This design comes from an exercise in tuning for small area and a short achievable clock period on the open sky130 flow, not from production work. No run shown here included a check of the RTL's function; only the layout flow was run.

===== flow/design.v =====
module mole_lane_rx (
    input  wire        clk,
    input  wire        rst,
    input  wire        in_valid,
    input  wire [1:0]  in_hdr,
    input  wire [63:0] in_data,
    output reg         out_valid,
    output reg  [1:0]  out_hdr,
    output reg  [63:0] out_data,
    output reg         sig_valid,
    output wire [7:0]  sig_code,
    output wire [39:0] sig_arg,
    output reg         frm_valid,
    output reg         frm_good,
    output reg  [1:0]  frm_class,
    output reg  [15:0] frm_seq,
    output reg  [6:0]  frm_dest,
    output reg  [6:0]  frm_words,
    output reg         aln_valid,
    output wire [3:0]  aln_lane,
    output wire [1:0]  aln_port,
    output wire [15:0] aln_seq,
    output reg  [4:0]  aln_bip_errs,
    output reg  [15:0] cnt_block_err,
    output reg  [15:0] cnt_signal_bad,
    output reg  [15:0] cnt_crc_err,
    output reg  [15:0] cnt_bip_err,
    output reg         frozen,
    output reg         lane_drop
);
    localparam [7:0] T_IDLE  = 8'h1E;
    localparam [7:0] T_SIG   = 8'h2D;
    localparam [7:0] T_LINK  = 8'h33;
    localparam [7:0] T_ALIGN = 8'h4B;
    localparam [7:0] T_TRAIN = 8'h55;
    localparam [7:0] T_FSTA  = 8'h78;
    localparam [7:0] T_FEND  = 8'h87;
    localparam [31:0] FSTA_SEED = 32'hF0958FA1;
    function [31:0] crc32_step64;
        input [31:0] crc;
        input [63:0] d;
        integer i;
        reg [31:0] c;
        begin
            c = crc;
            for (i = 0; i < 64; i = i + 1)
                c = (c >> 1) ^ ((c[0] ^ d[i]) ? 32'hEDB88320 : 32'h0);
            crc32_step64 = c;
        end
    endfunction
    function [7:0] crc8_sig;
        input [63:0] p;
        integer b, i;
        reg [7:0] c;
        reg fb;
        begin
            c = 8'h00;
            for (b = 1; b <= 6; b = b + 1)
                for (i = 7; i >= 0; i = i - 1) begin
                    fb = c[7] ^ p[8*b + i];
                    c  = {c[6:0], 1'b0} ^ (fb ? 8'h07 : 8'h00);
                end
            crc8_sig = c;
        end
    endfunction
    reg  [57:0] hist;
    wire [121:0] ext = {in_data, hist};
    reg  [63:0] desc;
    integer k;
    always @(*) begin
        for (k = 0; k < 64; k = k + 1)
            desc[k] = ext[58 + k] ^ ext[58 + k - 39] ^ ext[k];
    end
    wire is_data  = (in_hdr == 2'b01);
    wire is_ctrl  = (in_hdr == 2'b10);
    wire hdr_bad  = !is_data && !is_ctrl;
    wire is_raw   = is_ctrl && (in_data[7:0] == T_ALIGN || in_data[7:0] == T_TRAIN);
    wire is_align = is_ctrl && (in_data[7:0] == T_ALIGN);
    wire [63:0] payload = is_raw ? in_data : desc;
    wire [7:0]  ctype   = desc[7:0];
    wire is_sctrl = is_ctrl && !is_raw;
    wire type_known = ctype == T_IDLE || ctype == T_SIG || ctype == T_LINK ||
                      ctype == T_FSTA || ctype == T_FEND;
    wire c_idle = is_sctrl && ctype == T_IDLE;
    wire c_sig  = is_sctrl && ctype == T_SIG;
    wire c_fsta = is_sctrl && ctype == T_FSTA;
    wire c_fend = is_sctrl && ctype == T_FEND;
    wire blk_err = hdr_bad || (is_sctrl && !type_known);
    reg  [15:0] bip;
    wire [15:0] bip_blk  = in_data[15:0] ^ in_data[31:16] ^ in_data[47:32] ^
                           in_data[63:48] ^ {14'b0, in_hdr};
    wire [15:0] bip_diff = bip ^ in_data[47:32];
    reg  [4:0]  bip_pop;
    integer m;
    always @(*) begin
        bip_pop = 5'd0;
        for (m = 0; m < 16; m = m + 1)
            bip_pop = bip_pop + {4'b0, bip_diff[m]};
    end
    reg s1_data, s1_idle, s1_sig, s1_fsta, s1_fend, s1_err;
    reg         in_frame;
    reg  [31:0] fcrc;
    reg  [6:0]  fcount;       
    reg  [47:0] last_msg;     
    reg  [2:0]  sig_dist;     
    reg  [4:0]  bip_h1, bip_h2, bip_h3;
    reg  [11:0] win_blocks;
    reg  [11:0] win_idles;
    assign sig_code = last_msg[7:0];
    assign sig_arg  = last_msg[47:8];
    assign aln_lane = out_data[11:8];
    assign aln_port = out_data[13:12];
    assign aln_seq  = out_data[31:16];
    wire [63:0] p1 = out_data;
    wire fend_close = s1_fend && in_frame;
    wire in_frame_nx = s1_fsta ? 1'b1 : (s1_fend ? 1'b0 : in_frame);
    wire        sig_crc_ok = (crc8_sig(p1) == p1[63:56]);
    wire        sig_dup    = (sig_dist <= 3'd4) && (p1[55:8] == last_msg);
    wire        sig_good   = s1_sig && sig_crc_ok;
    wire        sig_take   = sig_good && !sig_dup;
    wire [31:0] crc_in    = s1_fsta ? FSTA_SEED : fcrc;
    wire [31:0] crc_next  = crc32_step64(crc_in, p1);
    wire        fend_good = (~fcrc == p1[39:8]) && (fcount == frm_words) &&
                            (frm_words != 7'd0) && (frm_words <= 7'd64);
    wire [6:0]  bip_sum4 = aln_bip_errs + bip_h1 + bip_h2 + bip_h3;
    wire [12:0] idles_now = win_idles + {11'b0, s1_idle};
    wire        s1_valid = out_valid;
    always @(posedge clk) begin
        out_hdr      <= in_hdr;
        out_data     <= payload;
        aln_bip_errs <= bip_pop;
        if (s1_fsta) begin
            frm_class <= p1[9:8];
            frm_seq   <= p1[31:16];
            frm_words <= p1[38:32];
            frm_dest  <= p1[46:40];
        end
        if (s1_fsta || s1_data)
            fcrc <= crc_next;
        if (s1_fsta)
            fcount <= 7'd0;
        else if (s1_data && !(fcount[6] && fcount[0]))
            fcount <= fcount + 7'd1;
        if (sig_good)
            last_msg <= p1[55:8];
        if (rst) begin
            hist          <= 58'b0;
            bip           <= 16'b0;
            out_valid     <= 1'b0;
            aln_valid     <= 1'b0;
            s1_data       <= 1'b0;
            s1_idle       <= 1'b0;
            s1_sig        <= 1'b0;
            s1_fsta       <= 1'b0;
            s1_fend       <= 1'b0;
            s1_err        <= 1'b0;
            sig_valid     <= 1'b0;
            frm_valid     <= 1'b0;
            frm_good      <= 1'b0;
            cnt_block_err <= 16'b0;
            cnt_signal_bad<= 16'b0;
            cnt_crc_err   <= 16'b0;
            cnt_bip_err   <= 16'b0;
            frozen        <= 1'b0;
            lane_drop     <= 1'b0;
            sig_dist      <= 3'd7;
            in_frame      <= 1'b0;
            bip_h1        <= 5'b0;
            bip_h2        <= 5'b0;
            bip_h3        <= 5'b0;
            win_blocks    <= 12'b0;
            win_idles     <= 12'b0;
        end else begin
            out_valid <= in_valid;
            aln_valid <= in_valid && is_align;
            s1_data   <= in_valid && is_data;
            s1_idle   <= in_valid && c_idle;
            s1_sig    <= in_valid && c_sig;
            s1_fsta   <= in_valid && c_fsta;
            s1_fend   <= in_valid && c_fend;
            s1_err    <= in_valid && blk_err;
            if (in_valid) begin
                if (!is_raw)
                    hist <= in_data[63:6];
                if (is_align)
                    bip <= 16'b0;
                else
                    bip <= bip ^ bip_blk;
            end
            frm_valid <= (in_valid && c_fsta && in_frame_nx) || fend_close;
            frm_good  <= fend_close && fend_good;
            in_frame <= in_frame_nx;
            if (frm_valid && !frm_good)
                cnt_crc_err <= cnt_crc_err + 16'd1;
            if (s1_err)
                cnt_block_err <= cnt_block_err + 16'd1;
            sig_valid <= sig_take;
            if (sig_take)
                sig_dist <= 3'd1;
            else if (s1_valid && sig_dist != 3'd7)
                sig_dist <= sig_dist + 3'd1;
            if (s1_sig && !sig_crc_ok)
                cnt_signal_bad <= cnt_signal_bad + 16'd1;
            if (aln_valid) begin
                cnt_bip_err <= cnt_bip_err + {11'b0, aln_bip_errs};
                if (bip_sum4 >= 7'd16)
                    lane_drop <= 1'b1;
                bip_h3 <= bip_h2;
                bip_h2 <= bip_h1;
                bip_h1 <= aln_bip_errs;
            end
            if (s1_valid) begin
                if (win_blocks == 12'd4095) begin
                    if (idles_now > 13'd3686)
                        frozen <= 1'b1;
                    else if (idles_now <= 13'd2048)
                        frozen <= 1'b0;
                    win_blocks <= 12'd0;
                    win_idles  <= 12'd0;
                end else begin
                    win_blocks <= win_blocks + 12'd1;
                    win_idles  <= idles_now[11:0];
                end
            end
        end
    end
endmodule

===== flow/run.sh =====
#!/bin/bash
# synth_recipe.tcl (not shown) runs the flow's synth.tcl, then flattens the netlist and writes it again
# the make line also repeats each setting of config.mk as NAME=value (left out here)
make -C /OpenROAD-flow-scripts/flow DESIGN_CONFIG=/design/flow/config.mk WORK_HOME=/design/flow/orfs CLKGATE_MAP_FILE= SYNTH_SCRIPT=/design/flow/synth_recipe.tcl finish

===== flow/config.mk =====
export PLATFORM = sky130hd
export DESIGN_NAME = mole_lane_rx
export DESIGN_NICKNAME = mole_lane_rx
export VERILOG_FILES = /design/flow/design.v
export SDC_FILE = /design/flow/constraint.sdc
export NUM_CORES = 4
export LEC_CHECK = 0
export CAP_MARGIN = 20
export CORE_MARGIN = 2
export CORE_UTILIZATION = 40
export SETUP_SLACK_MARGIN = 5
export SLEW_MARGIN = 20

===== flow/constraint.sdc =====
create_clock -name core_clock -period 9.0 [get_ports {clk}]
set_input_delay 1.8000 -clock core_clock [delete_from_list [all_inputs] [get_ports {clk}]]
set_output_delay 1.8000 -clock core_clock [all_outputs]
set_load 0.01 [all_outputs]

==> flow_results.org, run 1 <==
** Outcome
- Status :: complete, no violations

** Timing
- Ratio of final minimum period to clock period :: 66.5%
- The worst path in the final design needs a cycle of 5980 ps, including I/O delays and setup.
- Fmax achieved :: 167 MHz
- Final setup violation count :: 0
- For the final routed database, the setup TNS stands at 0 ps.
- In this run the tightest slew margin relative to its limit is 30.7%.
- Final max-slew violation count :: 0
- The count of endpoints failing hold in the final timing report was 0.
- Transition time at the pin with the least slew margin :: 1030 ps
- RSZ-0062 raised after global routing :: true
- Final WS setup :: 3020 ps
- Worst Skew :: 20.8 ps
- Final hold analysis gives a worst-case slack of 467 ps.

** Synthesis
- Most area-consuming cells after synthesis :: sky130_fd_sc_hd__dfxtp_1, sky130_fd_sc_hd__xnor2_1, sky130_fd_sc_hd__edfxtp_1
- Register area share after synthesis :: 34.2%
- Total of flip-flops plus latches after synthesis :: 384
- Number of flops mapped to enable cells by yosys :: 112
- Post-synth design cell area :: 0.0257 sq mm
- Synthesis handed over a netlist of 2,393 instances.
- Fraction of post-synthesis cell area in the top cell type by area :: 21.2%
- Most instantiated flip-flop cell in the synthesis netlist :: sky130_fd_sc_hd__dfxtp_1
- A synthesized cell averages 10.7 sq um.
- The largest total area in the synthesized netlist belongs to sky130_fd_sc_hd__dfxtp_1.
- Unique cell type count in the Yosys netlist :: 65
- The number of nets in the synthesized netlist is 2,511.
- Synth warn :: 1
- Share of synthesized flip-flops with an asynchronous set or reset :: 0%

** Placed design
- RD Place Congestion :: 0.966
- Placement Setup Slack :: 1940 ps
- The placed instances occupy a cell area of 0.0300 sq mm.
- The wire-length estimate of the detail-placed layout is 64.1 mm.
- IO Port Bufs :: 312
- Placed Cells :: 3,457

** Final layout
- The finished cells cover 0.0372 sq mm.
- Nets :: 3,149
- In the final layout, the multi-input gates occupy 0.0190 sq mm.
- From synthesis to final layout, the design area changed by 44.5%.
- The sequential cells in the finished layout cover a total of 0.00887 sq mm.
- The filler cells instantiated in the layout total 5,115.
- Filler-free cell count of the finished design :: 3,910
- Share of the core filled with cells in the final layout :: 58.7%
- Of the cells placed in the final design, the portion with a size suffix greater than 1 is 28.9%.
- The repair_antennas step left the layout with diodes totalling 0.

** Hold path
- The worst hold path terminates at hist[16].
- Class of the tightest hold or removal check :: flip-flop to flip-flop
- The worst hold path was traced through 2 stages.
- The worst hold path begins at hist[16].

** Die
- Top-level I/O count :: 313
- The total area inside the core boundary comes to 0.0633 sq mm.
- Starting Density :: 40.6%
- In this run the vertical extent of the chip is 258 um.
- Die X :: 258 um
- The initialized floorplan defines 92 standard-cell rows.
- The die covers 0.0664 sq mm.

** Critical path
- Type of element capturing the critical path :: flip-flop
- For the worst setup path, the data arrival time is 6290 ps.
- Maximum fanout count along the critical path :: 4
- In this run the critical register-to-register path is launched from fcrc[0].
- R2r endpoint :: fcrc[23]
- Crit Path Category :: flip-flop to flip-flop
- Data on the critical path is required at its endpoint by 9310 ps.
- The worst setup path is launched from a flip-flop.
- In this run the register-to-register setup slack is 3020 ps.
- Number of cells traversed by the worst register-to-register path :: 19

** GRT
- Global-route wire length before repair :: 131 mm
- For this run, global-route usage on met1 was measured as 34.8%.
- The number of global-route vias before repair was 19,460.
- Met3 Usage GRT :: 5.17%
- Global routing used 26.7% of the available tracks across all layers.
- The layer flagged by global routing as most heavily used is met2.
- Initial antenna violation count :: 3
- For this run, global-route usage on met2 was measured as 44.3%.
- Overall overflow remaining after global route :: 0
- Maximum number of pins on one net before global-route repair :: 97

** Detailed routing
- DRC violation count after routing :: 0
- In the final routed layout, each cell accounts on average for 23.4 um.
- Summed over all layers, the routed wires come to 91.5 mm.
- The detail route stage leaves a number of antenna-violating nets equal to 0.
- Total number of vias :: 19,689
- Via-per-instance ratio :: 5.04
- Iteration-0 DRC Markers :: 1,491
- The first detailed-routing pass took 5 iterations.

** Clock tree
- Clock tree sinks :: 384
- The clock tree synthesis step divided the H-tree into 2 levels.
- Counting the buffers created by CTS gives 44.
- After clock tree synthesis, the clock-pin slew on the worst setup and hold paths is 60 ps.
- At the later pin of the worst-skew pair, clock insertion delay measures 590 ps.
- The root buffer cell chosen for the clock tree is sky130_fd_sc_hd__clkbuf_16.
- Clock tree from TritonCTS :: done
- Count of hold-fix buffers inserted at cts :: 0
- Number of buffers on the longest clock path :: 3

** Run
- Across the run, the number of max-cap violations was 0.
Yosys cell counts (6+ instances only):
| master | n |
|---|---|
| sky130_fd_sc_hd__xnor2_1 | 526 |
| sky130_fd_sc_hd__nor4_1 | 17 |
| sky130_fd_sc_hd__dfxtp_1 | 272 |
| sky130_fd_sc_hd__a22oi_1 | 6 |
| sky130_fd_sc_hd__nand2b_1 | 8 |
| sky130_fd_sc_hd__nor2b_1 | 14 |
| sky130_fd_sc_hd__ha_1 | 28 |
| sky130_fd_sc_hd__xnor2_4 | 8 |
| sky130_fd_sc_hd__edfxtp_1 | 112 |
| sky130_fd_sc_hd__xnor2_2 | 24 |
| sky130_fd_sc_hd__buf_4 | 30 |
| sky130_fd_sc_hd__or4_1 | 7 |
| sky130_fd_sc_hd__fa_1 | 21 |
| sky130_fd_sc_hd__and2_1 | 8 |
| sky130_fd_sc_hd__xor3_1 | 18 |
| sky130_fd_sc_hd__nand4_1 | 26 |
| sky130_fd_sc_hd__xnor3_2 | 20 |
| sky130_fd_sc_hd__a21oi_1 | 91 |
| sky130_fd_sc_hd__nand2_1 | 252 |
| sky130_fd_sc_hd__buf_2 | 10 |
| sky130_fd_sc_hd__clkbuf_1 | 74 |
| sky130_fd_sc_hd__nor2_1 | 176 |
| sky130_fd_sc_hd__and4_1 | 6 |
| sky130_fd_sc_hd__or3_1 | 17 |
| sky130_fd_sc_hd__xor2_1 | 278 |
| sky130_fd_sc_hd__and3_1 | 19 |
| sky130_fd_sc_hd__inv_1 | 41 |
| sky130_fd_sc_hd__o21ai_0 | 32 |
| sky130_fd_sc_hd__xor2_2 | 11 |
| sky130_fd_sc_hd__nand3_1 | 27 |
| sky130_fd_sc_hd__nor3_1 | 11 |
| sky130_fd_sc_hd__xnor3_1 | 116 |
| sky130_fd_sc_hd__mux2i_1 | 28 |
state kept, by name, summed over array words and instances (netlist names), 7 cells and up:
signal and flops:
frm_seq 16, cnt_signal_bad 16, hist 58, cnt_block_err 16, out_data 64, fcount 7, cnt_crc_err 16, frm_words 7
win_blocks 12, cnt_bip_err 16, win_idles 12, frm_dest 7, last_msg 48, fcrc 32, bip 16
timing repair:
item,CTS,global route
setup buffers,246,119
gates resized for setup,358,152
endpoints found under the setup margin,165,162
cloned,8,1
pin swaps,157,120
cell type report:
cell class	instances	share of cell area (%)
multi-input combinational	1854	51.0
tap	846	2.85
clock inverter	16	0.326
sequential	384	23.9
timing repair buffer	705	18.2
clock buffer	63	3.37
inverter	42	0.424
kinds of logic after synthesis:
logic type	share of synthesized area, %
XOR/XNOR	44.7
AND/OR/NAND/NOR	10.5
flip-flops	34.2
buffers and inverters	2.88
AO/OA/AOI/OAI	3.54
adder cells (fa/ha/maj)	3.00
multiplexers	1.09
placed cells by master (no fill, tap or decap), types with 80 or more instances in the layout:
cell | netlist | layout
sky130_fd_sc_hd__nor2_1 | 176 | 165
sky130_fd_sc_hd__xnor2_1 | 526 | 378
sky130_fd_sc_hd__xnor3_2 | 20 | 80
sky130_fd_sc_hd__dfxtp_1 | 272 | 252
sky130_fd_sc_hd__buf_4 | 30 | 301
sky130_fd_sc_hd__xor2_1 | 278 | 236
sky130_fd_sc_hd__nand2_1 | 252 | 250
sky130_fd_sc_hd__a21oi_1 | 91 | 86
sky130_fd_sc_hd__edfxtp_1 | 112 | 112
sky130_fd_sc_hd__clkdlybuf4s50_1 | 0 | 294
sky130_fd_sc_hd__xnor2_2 | 24 | 108
metal layers:
| layer | vias up | share of wire (%) |
|---|---|---|
| li1 | 9105 | - |
| met1 | 9729 | 42 |
| met2 | 687 | 47 |
| met3 | 162 | 6.4 |
| met4 | 6 | 4.3 |
| met5 | - | 0.037 |
worst max-delay path by stage:
stage          startpoint  slack, ps        to  cells past startpoint
5_1_grt           fcrc[1]       2930  fcrc[20]                     23
4_1_cts           fcrc[5]       3070  fcrc[19]                     16
6_report          fcrc[0]       3020  fcrc[23]                     19
3_5_place_dp      s1_fsta       1940  fcrc[23]                     14
2_1_floorplan     s1_fsta       3230  fcrc[19]                     16
3_3_place_gp      s1_fsta       2060  fcrc[23]                     14
worst max-delay path, cell delays in order, from the launching register on:
cell,delay [ps]
sky130_fd_sc_hd__edfxtp_1,470
sky130_fd_sc_hd__buf_6,180
sky130_fd_sc_hd__nor2_2,120
sky130_fd_sc_hd__xnor2_2,140
sky130_fd_sc_hd__xnor3_2,310
sky130_fd_sc_hd__xnor3_2,480
sky130_fd_sc_hd__buf_12,160
sky130_fd_sc_hd__xor2_4,160
sky130_fd_sc_hd__xnor3_2,500
sky130_fd_sc_hd__buf_6,140
sky130_fd_sc_hd__buf_6,120
sky130_fd_sc_hd__xnor2_4,170
sky130_fd_sc_hd__xnor3_2,490
sky130_fd_sc_hd__xnor3_2,480
sky130_fd_sc_hd__xnor2_2,240
sky130_fd_sc_hd__xor3_2,450
sky130_fd_sc_hd__xnor2_4,290
sky130_fd_sc_hd__xnor2_4,190
sky130_fd_sc_hd__xnor2_2,160
sky130_fd_sc_hd__xor3_1,450
==> inputs of run 2 (changes only) <==
--- a/flow/config.mk
+++ b/flow/config.mk
@@ -10,3 +10,2 @@
 export CORE_UTILIZATION = 40
-export SETUP_SLACK_MARGIN = 5
 export SLEW_MARGIN = 20
==> run 2 against run 1 <==
- via count down 9.6%
- clock skew up 0.98 ps
- synthesized area unchanged
- register-to-register slack worse by 1200 ps
- critical endpoint unchanged
- utilization down 9.6 points
==> flow_results.org, run 2 <==
** Outcome
- Status :: complete, no violations

** Placed design
- Summing all placed instances gives a cell area of 0.0296 sq mm.
- Placement Setup Slack :: 1820 ps
- RD Place Congestion :: 0.950
- Once detailed placement completed, the half-perimeter wirelength came to 64.5 mm.
- IO Port Bufs :: 312

** Synthesis
- Gate count of the mapped netlist :: 2,393
- Most instantiated flip-flop cell in the synthesis netlist :: sky130_fd_sc_hd__dfxtp_1
- Post-synth design cell area :: 0.0257 sq mm
- By count the netlist is led by sky130_fd_sc_hd__xnor2_1, sky130_fd_sc_hd__xor2_1, sky130_fd_sc_hd__dfxtp_1, sky130_fd_sc_hd__nand2_1, sky130_fd_sc_hd__nor2_1.
- sky130_fd_sc_hd__dfxtp_1 takes more of the synthesized area than any other cell.
- Number of flops mapped to enable cells by yosys :: 112
- In the synthesized netlist the async set-or-reset flop fraction comes to 0%.
- Unique cell type count in the Yosys netlist :: 65
- The share of synthesized area in the top cell type comes to 21.2%.
- Synth warn :: 1
- Synthesis inferred 384 register bits.
- Among all cell types in the netlist, the one instantiated most often is sky130_fd_sc_hd__xnor2_1.
- For this run, the register share of the synthesized area comes to 34.2%.
- Mean cell area of the mapped netlist :: 10.7 sq um
- Most area-consuming cells after synthesis :: sky130_fd_sc_hd__dfxtp_1, sky130_fd_sc_hd__xnor2_1, sky130_fd_sc_hd__edfxtp_1
- Net count after synthesis :: 2,511

** Critical path
- STA classifies the critical path startpoint as a flip-flop.
- WP data arrival :: 7530 ps
- Type of element capturing the critical path :: flip-flop
- Crit Path Category :: flip-flop to flip-flop
- Register-to-register path setup slack :: 1780 ps
- CP Data Required Time :: 9320 ps
- Along the worst path, the maximum fanout reaches 54.

** Detailed routing
- Number of nets still failing antenna checks after routing :: 0
- Total number of vias :: 17,798
- Mean routed wirelength per cell :: 23.6 um
- The first TritonRoute pass finished after 5 iterations.
- DRC violation count after routing :: 0
- The detailed router finished its first iteration with 1,331 violations.
- Wirelength, routed :: 83.7 mm
- In the routed layout, each cell is associated on average with a via count of 5.02.

** Timing
- The count of final max-slew check failures came to 0.
- Final setup violation count :: 0
- On the final layout, the worst clock skew is 21.8 ps.
- Fmax achieved :: 139 MHz
- Shortest clock period the worst path allows after layout :: 7220 ps
- Transition time at the pin with the least slew margin :: 1170 ps
- Setup repair after global routing left no endpoint under its margin.
- After routing, the total negative slack on setup checks comes to 0 ps.
- Ratio of final minimum period to clock period :: 80.2%
- Remaining max-slew budget at the tightest pin :: 21.8%
- Number of hold violations in the final report :: 0
- In the post-route analysis, the smallest setup slack over all paths is 1780 ps.

** Clock tree
- Clock buffers created by TritonCTS :: 44
- Buffers added to address setup during post-CTS repair amount to 0.
- Number of buffers on the longest clock path :: 3
- Clock-pin slew was measured on the worst setup and hold paths at 70 ps.
- The tree built by TritonCTS fans out to 384 sinks.
- At the later pin of the worst-skew pair, clock insertion delay measures 580 ps.
- Count of hold-fix buffers inserted at cts :: 0
- After clock tree synthesis, the repair step resized 0 gates.
- TritonCTS built the clock tree.
- The clock tree synthesis step divided the H-tree into 2 levels.
- The tree is rooted in a sky130_fd_sc_hd__clkbuf_16.

** Final layout
- Most frequent cells in the layout :: sky130_fd_sc_hd__xnor2_1, sky130_fd_sc_hd__clkdlybuf4s50_1, sky130_fd_sc_hd__xor2_1
- Number of flip-flops in the largest register :: 64
- Compared with the post-synthesis result, the final layout area differs by 20.9%.
- Fraction of layout cells with a size suffix above 1 :: 7.05%
- Nets :: 2,780
- Share of the core filled with cells in the final layout :: 49.1%
- Most common cell after layout, fill and taps aside :: sky130_fd_sc_hd__xnor2_1
- The repair_antennas step left the layout with diodes totalling 0.
- The largest registers in the layout are out_data: 64 flops, hist: 58 flops, last_msg: 48 flops.
- Ranked by flip-flop count, first place goes to out_data.
- After routing the design area is 0.0311 sq mm.

** Die
- Once the floorplan was initialized, standard cells occupied 40.6% of the core.
- Die footprint :: 0.0664 sq mm
- Die X :: 258 um
- The core region is 0.0633 sq mm.
- Die Span Y :: 258 um
- Top-level I/O count :: 313
- The floorplan has 92 rows.

** GRT
- Initial antenna violation count :: 4
- Global-route wire length before repair :: 121 mm
- The number of global-route vias before repair is 17,903.
- For this run, the total global-route usage over all layers was measured as 24.8%.
- Overall overflow remaining after global route :: 0
- Maximum number of pins on one net before global-route repair :: 67

** Hold path
- Class of the tightest hold or removal check :: flip-flop to flip-flop

** Run
- The tool flagged a number of max-cap violations equal to 0.
[run 2: cell types whose count changed in the layout (fill, tap and decap cells not counted), sizes merged, moves of 4 or more]
cell	previous run	this run
and2	14	8
buf	403	32
bufinv	0	6
clkbuf	63	55
clkdlybuf4s50	294	311
clkinv	13	17
dlygate4sd2	5	0
[run 2: worst paths after layout]
| check | start | endpoint | cells past startpoint |
|---|---|---|---|
| setup / recovery | s1_fsta | fcrc[23] | 14 |
| hold / removal | hist[13] | hist[13] | 2 |
| hold reg to reg | hist[13] | hist[13] | 2 |
| setup reg to reg | s1_fsta | fcrc[23] | 14 |
[run 2: worst max-delay path, cell delays in order, from the launching register on]
cell and delay [ps]:
sky130_fd_sc_hd__dfxtp_4 820, sky130_fd_sc_hd__buf_4 440, sky130_fd_sc_hd__nor2_1 100, sky130_fd_sc_hd__xnor2_1 530, sky130_fd_sc_hd__xnor3_1 570, sky130_fd_sc_hd__xnor3_1 390, sky130_fd_sc_hd__xnor2_2 390, sky130_fd_sc_hd__xor3_2 380
sky130_fd_sc_hd__xnor2_1 570, sky130_fd_sc_hd__xor2_1 550, sky130_fd_sc_hd__xor2_1 180, sky130_fd_sc_hd__xnor2_1 600, sky130_fd_sc_hd__xnor3_1 610, sky130_fd_sc_hd__xnor3_1 510, sky130_fd_sc_hd__xor3_1 230
[run 2: through the flow]
step | hold slack (ps) | std cells
global placement | 453 | 3462
finish | 466 | 3542
detailed placement | 460 | 3462
global route | 483 | 3542
CTS | 468 | 3542
floorplan | 448 | 2393
[run 2: logic make-up after synthesis]
group	Yosys count	synth area share, %
xor gates and xnor gates	1007	44.7
and+or+nand+nor	603	10.5
DFF	384	34.2
buffers and inverters	162	2.88
AOI/OAI and AO/OA	160	3.54
adders and majority gates	49	3.00
muxes	28	1.09
[run 2: metal layers]
layer	part of all wire, %	wire [um]	vias to the layer above	track usage (%)
met3	7.5	6280	137	5.35
li1	-	-	8365	-
met4	3.5	2960	6	8.04
met1	43	35900	8656	32.9
met5	0.055	46	-	0
met2	46	38500	634	40.3
[run 2: cell type report]
type	count	area, sq um
sequential	384	8810
tap	846	1060
fill	5803	32200
clock inverter	25	312
clock buffer	55	1220
timing repair buffer	343	3350
inverter	42	158
multi-input combinational	1847	16200

## static timing again, ports no longer ideal
In the flow no input, the clock included, has a driving cell. The finished layouts below were timed again as built, in two steps. Step 1: set_driving_cell puts a clkbuf_16 on clk and a buf_2 on each other input, an assumption about the parent block. Step 2 adds t to the input delays and takes it off the output delays; t is the mean of the earliest and latest rising clock arrival at the registers after step 1. Input paths then give back, and output paths get back, about the clock's delay inside the block. Slacks: no drivers / after step 1 / after step 2; pairs: no drivers / after step 1.
| run | shift t [ns] | setup slack, ns | clock arrival spread, ns | worst register clock-pin slew, ns | worst slew at a driven data input, ns |
|---|---|---|---|---|---|
| run 1 | 0.626 | 3.019 / 3.019 / 3.019 | 0.022 / 0.022 | 0.07 / 0.07 | 0.09 |
| run 2 | 0.623 | 1.784 / 1.784 / 1.784 | 0.024 / 0.024 | 0.07 / 0.07 | 0.08 |
After both steps setup and hold are still met in every run listed.
